Source: an optimization exercise on an open RTL-to-GDS flow (aim: small area, a short achievable clock period and few clock cycles per item). Production flows keep margins and buffers that such runs may drop. Function was checked by simulation only, so behaviour that the tests miss may differ from the original. Power is estimated from default activity; no workload was simulated.

==> inputs of cedar <==
## eq32
module eq32 (
    input  wire               clk,
    input  wire               rst,
    input  wire               in_valid,
    output wire               in_ready,
    input  wire signed [9:0]  in_code,
    output reg                out_valid,
    output reg  signed [15:0] out_y,
    output reg                out_sat,
    input  wire               ctrl_we,
    input  wire               ctrl_bank,
    input  wire               ctrl_bypass,
    input  wire               coef_we,
    input  wire               coef_bank,
    input  wire [4:0]         coef_idx,
    input  wire [19:0]        coef_data
);
    reg        rdy;
    reg        v_q;
    reg [9:0]  c_q;
    reg        cwe_q, cbank_q;
    reg [4:0]  cidx_q;
    reg [19:0] cdata_q;
    reg        rst_q;             
    assign in_ready = rdy;
    always @(posedge clk) begin
        if (rst) begin
            rdy   <= 1'b0;
            v_q   <= 1'b0;
            cwe_q <= 1'b0;
        end else begin
            rdy   <= 1'b1;
            v_q   <= in_valid & rdy;
            cwe_q <= coef_we;
        end
        rst_q   <= rst;
        c_q     <= in_code;
        cbank_q <= coef_bank;
        cidx_q  <= coef_idx;
        cdata_q <= coef_data;
    end
    reg         bank, bypass;
    reg [31:0]  wa, wb;           
    reg [639:0] ca, cb;           
    reg [31:0]  sa, sb;           
    reg         d16;              
    always @(posedge clk) begin
        if (rst) begin
            bank   <= 1'b0;
            bypass <= 1'b0;
  ...
==> flow/config.mk <==
export PLATFORM = sky130hd
export DESIGN_NAME = eq32
export DESIGN_NICKNAME = eq32
export VERILOG_FILES = /design/flow/design.v
export SDC_FILE = /design/flow/constraint.sdc
export NUM_CORES = 4
export LEC_CHECK = 0
export CAP_MARGIN = 20
export CORE_MARGIN = 2
export CORE_UTILIZATION = 50
export CTS_CLUSTER_DIAMETER = 80
export CTS_CLUSTER_SIZE = 25
export PLACE_DENSITY = 0.62
export SLEW_MARGIN = 20
export SYNTH_HIERARCHICAL = 1
export SYNTH_MINIMUM_KEEP_SIZE = 0
==> flow/constraint.sdc <==
create_clock -name core_clock -period 14.0 [get_ports {clk}]
set_input_delay 2.8000 -clock core_clock [delete_from_list [all_inputs] [get_ports {clk}]]
set_output_delay 2.8000 -clock core_clock [all_outputs]
set_load 0.01 [all_outputs]
standard.sh (not shown) runs the stock make flow with config.mk's settings and CLKGATE_MAP_FILE= SYNTH_SCRIPT=/design/flow/synth_recipe.tcl, a recipe that flattens the netlist after the stock synthesis.
==> flow/flow/run.sh <==
#!/bin/bash
# The standard layout (the standard.sh: ORFS synthesis to final layout),
# with one change: the port buffers that ORFS adds in placement are
# sky130_fd_sc_hd__buf_4 instead of the buffer it picks by itself.
# ORFS keeps each step's full log under orfs/logs/; make's own output goes to
# standard_flow.log here.
set -euo pipefail
bash standard.sh BUFFER_PORTS_ARGS="-buffer_cell sky130_fd_sc_hd__buf_4" finish > standard_flow.log 2>&1
==> inputs of nickel, as changes to cedar <==
--- a/flow/design.v
+++ b/flow/design.v
@@ -126,13 +126,14 @@
             eq32_sgn us (hk[19], on[k] | tw[k], ng[k], pp[21*k+20]);
         end
     endgenerate
     wire [6991:0] n;
     reg [492:0] r0;
     reg [76:0] r1;
-    reg [1:0] vs;                 
+    reg [60:0] r2;
+    reg [2:0] vs;                 
     eq32_fa f1(pp[0+0],ng[0],pp[105+0],n[0],n[1]);
     eq32_fa f2(ng[5],pp[210+0],ng[10],n[2],n[3]);
     eq32_fa f3(pp[315+0],ng[15],pp[420+0],n[4],n[5]);
     eq32_fa f4(ng[20],pp[525+0],ng[25],n[6],n[7]);
     eq32_fa f5(pp[630+0],ng[30],pp[735+0],n[8],n[9]);
     eq32_fa f6(ng[35],pp[840+0],ng[40],n[10],n[11]);
@@ -4214,24 +4215,87 @@
     eq32_fa f3476(r1[62],r1[63],r1[64],n[6982],n[6983]);
     eq32_ha f3477(r1[65],r1[66],n[6984],n[6985]);
     eq32_fa f3478(r1[67],r1[68],r1[69],n[6986],n[6987]);
     eq32_ha f3479(r1[70],r1[71],n[6988],n[6989]);
     eq32_ha f3480(r1[73],r1[74],n[6990],n[6991]);
     always @(posedge clk) begin
-        if (rst) vs <= 2'd0;
-        else     vs <= {vs[0:0], hv};
+        r2[0] <= r1[0];
+        r2[1] <= r1[1];
+        r2[2] <= r1[2];
+        r2[3] <= r1[3];
+        r2[4] <= r1[4];
+        r2[5] <= r1[5];
+        r2[6] <= r1[6];
+        r2[7] <= r1[9];
+        r2[8] <= n[6942];
+        r2[9] <= n[6944];
+        r2[10] <= n[6943];
+        r2[11] <= n[6946];
+        r2[12] <= n[6945];
+        r2[13] <= n[6948];
+        r2[14] <= n[6947];
+        r2[15] <= n[6950];
+        r2[16] <= n[6949];
+        r2[17] <= n[6952];
+        r2[18] <= n[6951];
+        r2[19] <= n[6954];
+        r2[20] <= n[6953];
+        r2[21] <= n[6956];
+        r2[22] <= n[6955];
+        r2[23] <= n[6958];
+        r2[24] <= n[6957];
+        r2[25] <= n[6960];
+        r2[26] <= n[6959];
+        r2[27] <= n[6962];
+        r2[28] <= n[6961];
+        r2[29] <= n[6964];
+        r2[30] <= n[6963];
+        r2[31] <= n[6966];
+        r2[32] <= n[6965];
+        r2[33] <= n[6968];
+        r2[34] <= n[6967];
+        r2[35] <= n[6970];
+        r2[36] <= n[6969];
+        r2[37] <= n[6972];
+        r2[38] <= n[6971];
+        r2[39] <= n[6974];
+        r2[40] <= n[6973];
+        r2[41] <= n[6976];
+        r2[42] <= n[6975];
+        r2[43] <= n[6978];
+        r2[44] <= n[6977];
+        r2[45] <= n[6980];
+        r2[46] <= n[6979];
+        r2[47] <= n[6982];
+        r2[48] <= n[6981];
+        r2[49] <= n[6984];
+        r2[50] <= n[6983];
+        r2[51] <= n[6986];
+        r2[52] <= n[6985];
+        r2[53] <= n[6988];
+        r2[54] <= n[6987];
+        r2[55] <= r1[72];
+        r2[56] <= n[6989];
+        r2[57] <= r1[75];
+        r2[58] <= n[6990];
+        r2[59] <= r1[76];
+        r2[60] <= n[6991];
     end
-    wire [34:0] s0 = {1'b1,r1[76],r1[75],r1[72],n[6988],n[6986],n[6984],n[6982],n[6980],n[6978],n[6976],n[6974],n[6972],n[6970],n[6968],n[6966],n[6964],n[6962],n[6960],n[6958],n[6956],n[6954],n[6952],n[6950],n[6948],n[6946],n[6944],r1[9],r1[6],r1[5],r1[4],r1[3],r1[2],r1[1],r1[0]};
-    wire [34:0] s1 = {1'b0,n[6991],n[6990],n[6989],n[6987],n[6985],n[6983],n[6981],n[6979],n[6977],n[6975],n[6973],n[6971],n[6969],n[6967],n[6965],n[6963],n[6961],n[6959],n[6957],n[6955],n[6953],n[6951],n[6949],n[6947],n[6945],n[6943],n[6942],1'b0,1'b0,1'b0,1'b0,1'b0,1'b0,1'b0};
+    always @(posedge clk) begin
+        if (rst) vs <= 3'd0;
+        else     vs <= {vs[1:0], hv};
+    end
+    wire [34:0] s0 = {1'b1,r2[59],r2[57],r2[55],r2[53],r2[51],r2[49],r2[47],r2[45],r2[43],r2[41],r2[39],r2[37],r2[35],r2[33],r2[31],r2[29],r2[27],r2[25],r2[23],r2[21],r2[19],r2[17],r2[15],r2[13],r2[11],r2[9],r2[7],r2[6],r2[5],r2[4],r2[3],r2[2],r2[1],r2[0]};
+    wire [34:0] s1 = {1'b0,r2[60],r2[58],r2[56],r2[54],r2[52],r2[50],r2[48],r2[46],r2[44],r2[42],r2[40],r2[38],r2[36],r2[34],r2[32],r2[30],r2[28],r2[26],r2[24],r2[22],r2[20],r2[18],r2[16],r2[14],r2[12],r2[10],r2[8],1'b0,1'b0,1'b0,1'b0,1'b0,1'b0,1'b0};
     wire [34:0] u  = s0 + s1;
     wire [34:0] u1 = s0 + s1 + 35'd1;
     wire        lo = ~&u[33:27];
     wire        hi = |u1[33:27];
     always @(posedge clk) begin
         if (rst) out_valid <= 1'b0;
-        else     out_valid <= vs[1];
+        else     out_valid <= vs[2];
         out_y   <= u[34] ? (lo ? 16'h8000 : u[27:12]) : (hi ? 16'h7FFF : u1[27:12]);
         out_sat <= u[34] ? lo : hi;
     end
 endmodule
 module eq32_fa (input wire a, input wire b, input wire c, output wire s, output wire co);
     assign s  = a ^ b ^ c;
- SLEW_MARGIN: 20 -> 70
==> qor summary <==
                                                                                  cedar     nickel
Max Clock Freq                                                                    174 MHz    195 MHz
Slowest stage delay, CP                                                            700 ps     930 ps
Internal power summed over all cells                                              11.0 mW    11.3 mW
Share of the core filled with cells in the final layout                             0.543      0.560
Multi-input gate share of the layout cell area                                      0.640      0.628
DR vias                                                                            157000     157000
Count of unique library cells instantiated by Yosys                                    67         80
Repair and plain buffers                                                              549        694
Remaining antenna violation count                                                       1          0
Clock network latency to the later pin of the worst-skew pair                     1030 ps    1080 ps
Most common cell after layout, fill and taps aside                                 a22o_1     xor2_1
TritonCTS Sinks                                                                      2522       2584
Share of power burned in registers                                                  0.509      0.516
FF-to-FF path depth                                                                    13          8
Number of flip-flops and latches                                                     2522       2584
Worst Max-Slew Pin Slew                                                           1290 ps     560 ps
Most frequently used flop master after synthesis                                 edfxtp_1    dfxtp_1
Well tap count                                                                       5497       5520
Combined area of the multi-input logic cells                                    0.145 mm²  0.148 mm²
Sequential power                                                                  8.06 mW    8.19 mW
Smallest setup slack after layout                                                 8270 ps    8880 ps
Status                                                         complete, but fails checks  no timing/DRC/antenna violations
Layout check failures                                                       antenna rules          -
First drt pass iteration count                                                          6          9
Fraction of layout instances using a drive strength above 1                        0.0682      0.153
Testbench counts of cedar, summed over its fixed seeds: cycles 8,232, items 8,192.
Testbench counts of nickel, summed over its fixed seeds: cycles 8,240, items 8,192.


==> v27 <==
Another version of the RTL of eq32 (not shown whole).
==> flow/design.v (excerpt) <==
module eq32 (
    input  wire               clk,
    input  wire               rst,
    input  wire               in_valid,
    output wire               in_ready,
    input  wire signed [9:0]  in_code,
    output reg                out_valid,
    output reg  signed [15:0] out_y,
    output reg                out_sat,
    input  wire               ctrl_we,
    input  wire               ctrl_bank,
    input  wire               ctrl_bypass,
    input  wire               coef_we,
    input  wire               coef_bank,
    input  wire [4:0]         coef_idx,
    input  wire [19:0]        coef_data
);
==> flow/config.mk <==
export PLATFORM = sky130hd
export DESIGN_NAME = eq32
export DESIGN_NICKNAME = eq32
export VERILOG_FILES = /design/flow/design.v
export SDC_FILE = /design/flow/constraint.sdc
export NUM_CORES = 4
export LEC_CHECK = 0
export CAP_MARGIN = 20
export CORE_MARGIN = 2
export CORE_UTILIZATION = 55
export CTS_CLUSTER_DIAMETER = 80
export CTS_CLUSTER_SIZE = 25
export PLACE_DENSITY = 0.66
export SLEW_MARGIN = 70
export SYNTH_HIERARCHICAL = 1
export SYNTH_MINIMUM_KEEP_SIZE = 0
==> flow/constraint.sdc <==
create_clock -name core_clock -period 14.0 [get_ports {clk}]
set_input_delay 2.8000 -clock core_clock [delete_from_list [all_inputs] [get_ports {clk}]]
set_output_delay 2.8000 -clock core_clock [all_outputs]
set_load 0.01 [all_outputs]
Scripts as last shown in full above: flow/flow/run.sh
==> inputs of v21, as changes to v27 <==
--- a/flow/design.v
+++ b/flow/design.v
@@ -4535,19 +4535,29 @@
         else     vs <= {vs[1:0], hv};
     end
     wire [34:0] s0 = {1'b1,r2[60],r2[58],r2[56],r2[54],r2[52],r2[50],r2[48],r2[46],r2[44],r2[42],r2[40],r2[38],r2[36],r2[34],r2[32],r2[30],r2[28],r2[26],r2[24],r2[22],r2[20],r2[18],r2[16],r2[14],r2[12],r2[10],r2[8],r2[6],r2[5],r2[4],r2[3],r2[2],r2[1],r2[0]};
     wire [34:0] s1 = {1'b0,r2[61],r2[59],r2[57],r2[55],r2[53],r2[51],r2[49],r2[47],r2[45],r2[43],r2[41],r2[39],r2[37],r2[35],r2[33],r2[31],r2[29],r2[27],r2[25],r2[23],r2[21],r2[19],r2[17],r2[15],r2[13],r2[11],r2[9],r2[7],1'b0,1'b0,1'b0,1'b0,1'b0,1'b0};
     wire [34:0] u  = s0 + s1;
     wire [34:0] u1 = s0 + s1 + 35'd1;
-    wire        lo = ~&u[33:27];
-    wire        hi = |u1[33:27];
+    reg         un, lo, hi;
+    reg  [15:0] ya, yb;
+    reg         vsum;
+    always @(posedge clk) begin
+        un <= u[34];
+        lo <= ~&u[33:27];
+        hi <= |u1[33:27];
+        ya <= u[27:12];
+        yb <= u1[27:12];
+        if (rst) vsum <= 1'b0;
+        else     vsum <= vs[2];
+    end
     always @(posedge clk) begin
         if (rst) out_valid <= 1'b0;
-        else     out_valid <= vs[2];
-        out_y   <= u[34] ? (lo ? 16'h8000 : u[27:12]) : (hi ? 16'h7FFF : u1[27:12]);
-        out_sat <= u[34] ? lo : hi;
+        else     out_valid <= vsum;
+        out_y   <= un ? (lo ? 16'h8000 : ya) : (hi ? 16'h7FFF : yb);
+        out_sat <= un ? lo : hi;
     end
 endmodule
 module eq32_fa (input wire a, input wire b, input wire c, output wire s, output wire co);
     assign s  = a ^ b ^ c;
     assign co = (a & b) | (a & c) | (b & c);
 endmodule
==> flow/flow/run.sh (replaced) <==
#!/bin/bash
# The standard layout (the standard.sh: ORFS synthesis to final layout),
# with two changes: the port buffers that ORFS adds in placement are
# sky130_fd_sc_hd__buf_4 instead of the buffer it picks by itself, and the
# antenna repair after detailed routing may take up to 10 rounds instead of 5.
# ORFS keeps each step's full log under orfs/logs/; make's own output goes to
# standard_flow.log here.
set -euo pipefail
bash standard.sh BUFFER_PORTS_ARGS="-buffer_cell sky130_fd_sc_hd__buf_4" MAX_REPAIR_ANTENNAS_ITER_DRT=10 finish > standard_flow.log 2>&1
==> flow/config.mk (replaced) <==
export PLATFORM = sky130hd
export DESIGN_NAME = eq32
export DESIGN_NICKNAME = eq32
export VERILOG_FILES = /design/flow/design.v
export SDC_FILE = /design/flow/constraint.sdc
export NUM_CORES = 4
export LEC_CHECK = 0
export CAP_MARGIN = 20
export CORE_MARGIN = 2
export CORE_UTILIZATION = 50
export CTS_CLUSTER_DIAMETER = 80
export CTS_CLUSTER_SIZE = 25
export PLACE_DENSITY = 0.62
export SLEW_MARGIN = 70
export SYNTH_HIERARCHICAL = 1
export SYNTH_MINIMUM_KEEP_SIZE = 0
==> inputs of v4, as changes to v27 <==
==> flow/flow/run.sh (replaced) <==
#!/bin/bash
# The standard layout (the standard.sh: ORFS synthesis to final layout),
# with two changes: the port buffers that ORFS adds in placement are
# sky130_fd_sc_hd__buf_4 instead of the buffer it picks by itself, and the
# antenna repair after detailed routing may take up to 10 rounds instead of 5.
# ORFS keeps each step's full log under orfs/logs/; make's own output goes to
# standard_flow.log here.
set -euo pipefail
bash standard.sh BUFFER_PORTS_ARGS="-buffer_cell sky130_fd_sc_hd__buf_4" MAX_REPAIR_ANTENNAS_ITER_DRT=10 finish > standard_flow.log 2>&1
==> flow/config.mk (replaced) <==
export PLATFORM = sky130hd
export DESIGN_NAME = eq32
export DESIGN_NICKNAME = eq32
export VERILOG_FILES = /design/flow/design.v
export SDC_FILE = /design/flow/constraint.sdc
export NUM_CORES = 4
export LEC_CHECK = 0
export CAP_MARGIN = 20
export CORE_MARGIN = 2
export CORE_UTILIZATION = 50
export CTS_CLUSTER_DIAMETER = 80
export CTS_CLUSTER_SIZE = 25
export PLACE_DENSITY = 0.62
export SLEW_MARGIN = 70
export SYNTH_HIERARCHICAL = 1
export SYNTH_MINIMUM_KEEP_SIZE = 0
==> run_results.csv <==
group,metric,value,unit
status,status,"complete, no violations",
cells_and_area,clkbuf_count,235,
cells_and_area,most-common-layout-cells,"xor2_1, a22o_1, fa_1",
setup_path,critPathMaxFanout,20,
power_and_ir_drop,pg_seq,8.89,mW
yosys,syn_nets,19400,
The numbers above come from v27.

==> run_results.csv <==
group,metric,value,unit
floorplan,io-pin-count,62,
status,status,"complete, no violations",
setup_path,critPathMaxFanout,20,
cells_and_area,most-common-layout-cells,"xor2_1, a22o_1, fa_1",
yosys,synthFlopType,"dfxtp_1",
power_and_ir_drop,p_leak,120,nW
yosys,synth_top_cell_by_area,"fa_1",
yosys,syn_nets,19500,
cells_and_area,clkbuf_count,236,
routing,met2_length,468000,um
The numbers above come from v21.

==> run_results.csv <==
group,metric,value,unit
cells_and_area,layout-drive-gt1-share,15.6,%
yosys,syn_nets,19400,
status,status,"complete, no violations",
power_and_ir_drop,p_comb,1.92,mW
power_and_ir_drop,pg_seq,8.90,mW
setup_path,critPathMaxFanout,6,
cells_and_area,clkbuf_count,232,
cells_and_area,most-common-layout-cells,"xor2_1, a22o_1, fa_1",
The numbers above come from v4.

Testbench counts of v27, summed over its fixed seeds: cycles 8,240, items 8,192.
Testbench counts of v21, summed over its fixed seeds: cycles 8,248, items 8,192.
Testbench counts of v4, summed over its fixed seeds: cycles 8,240, items 8,192.

==> static timing again, ports no longer ideal <==
Ports are ideal in the flow. The routed layouts listed here were re-timed in OpenROAD.
Step 1 sets driving cells, clkbuf_16 on the clock port and buf_2 on the other inputs (assumed; they add their load-dependent delay and slew).
Step 2, shift: input delay + t, output delay - t, t = (earliest + latest rising clock arrival at the registers) / 2. This alone moves slack from input paths to output paths.
a / b / c = ideal ports / drivers / drivers and shift; a / b = the first two.
run | shift t [ns] | setup WS [ns] | worst hold slack (ns)
cedar | 1.126 | 8.265 / 8.265 / 8.265 | 0.344 / 0.344 / 0.344
nickel | 1.153 | 8.878 / 8.878 / 8.878 | 0.334 / 0.334 / 0.334
v27 | 1.139 | 9.355 / 9.355 / 9.355 | 0.332 / 0.332 / 0.332
v21 | 1.131 | 9.398 / 9.398 / 9.398 | 0.334 / 0.334 / 0.334
v4 | 1.166 | 9.475 / 9.475 / 9.475 | 0.333 / 0.333 / 0.333
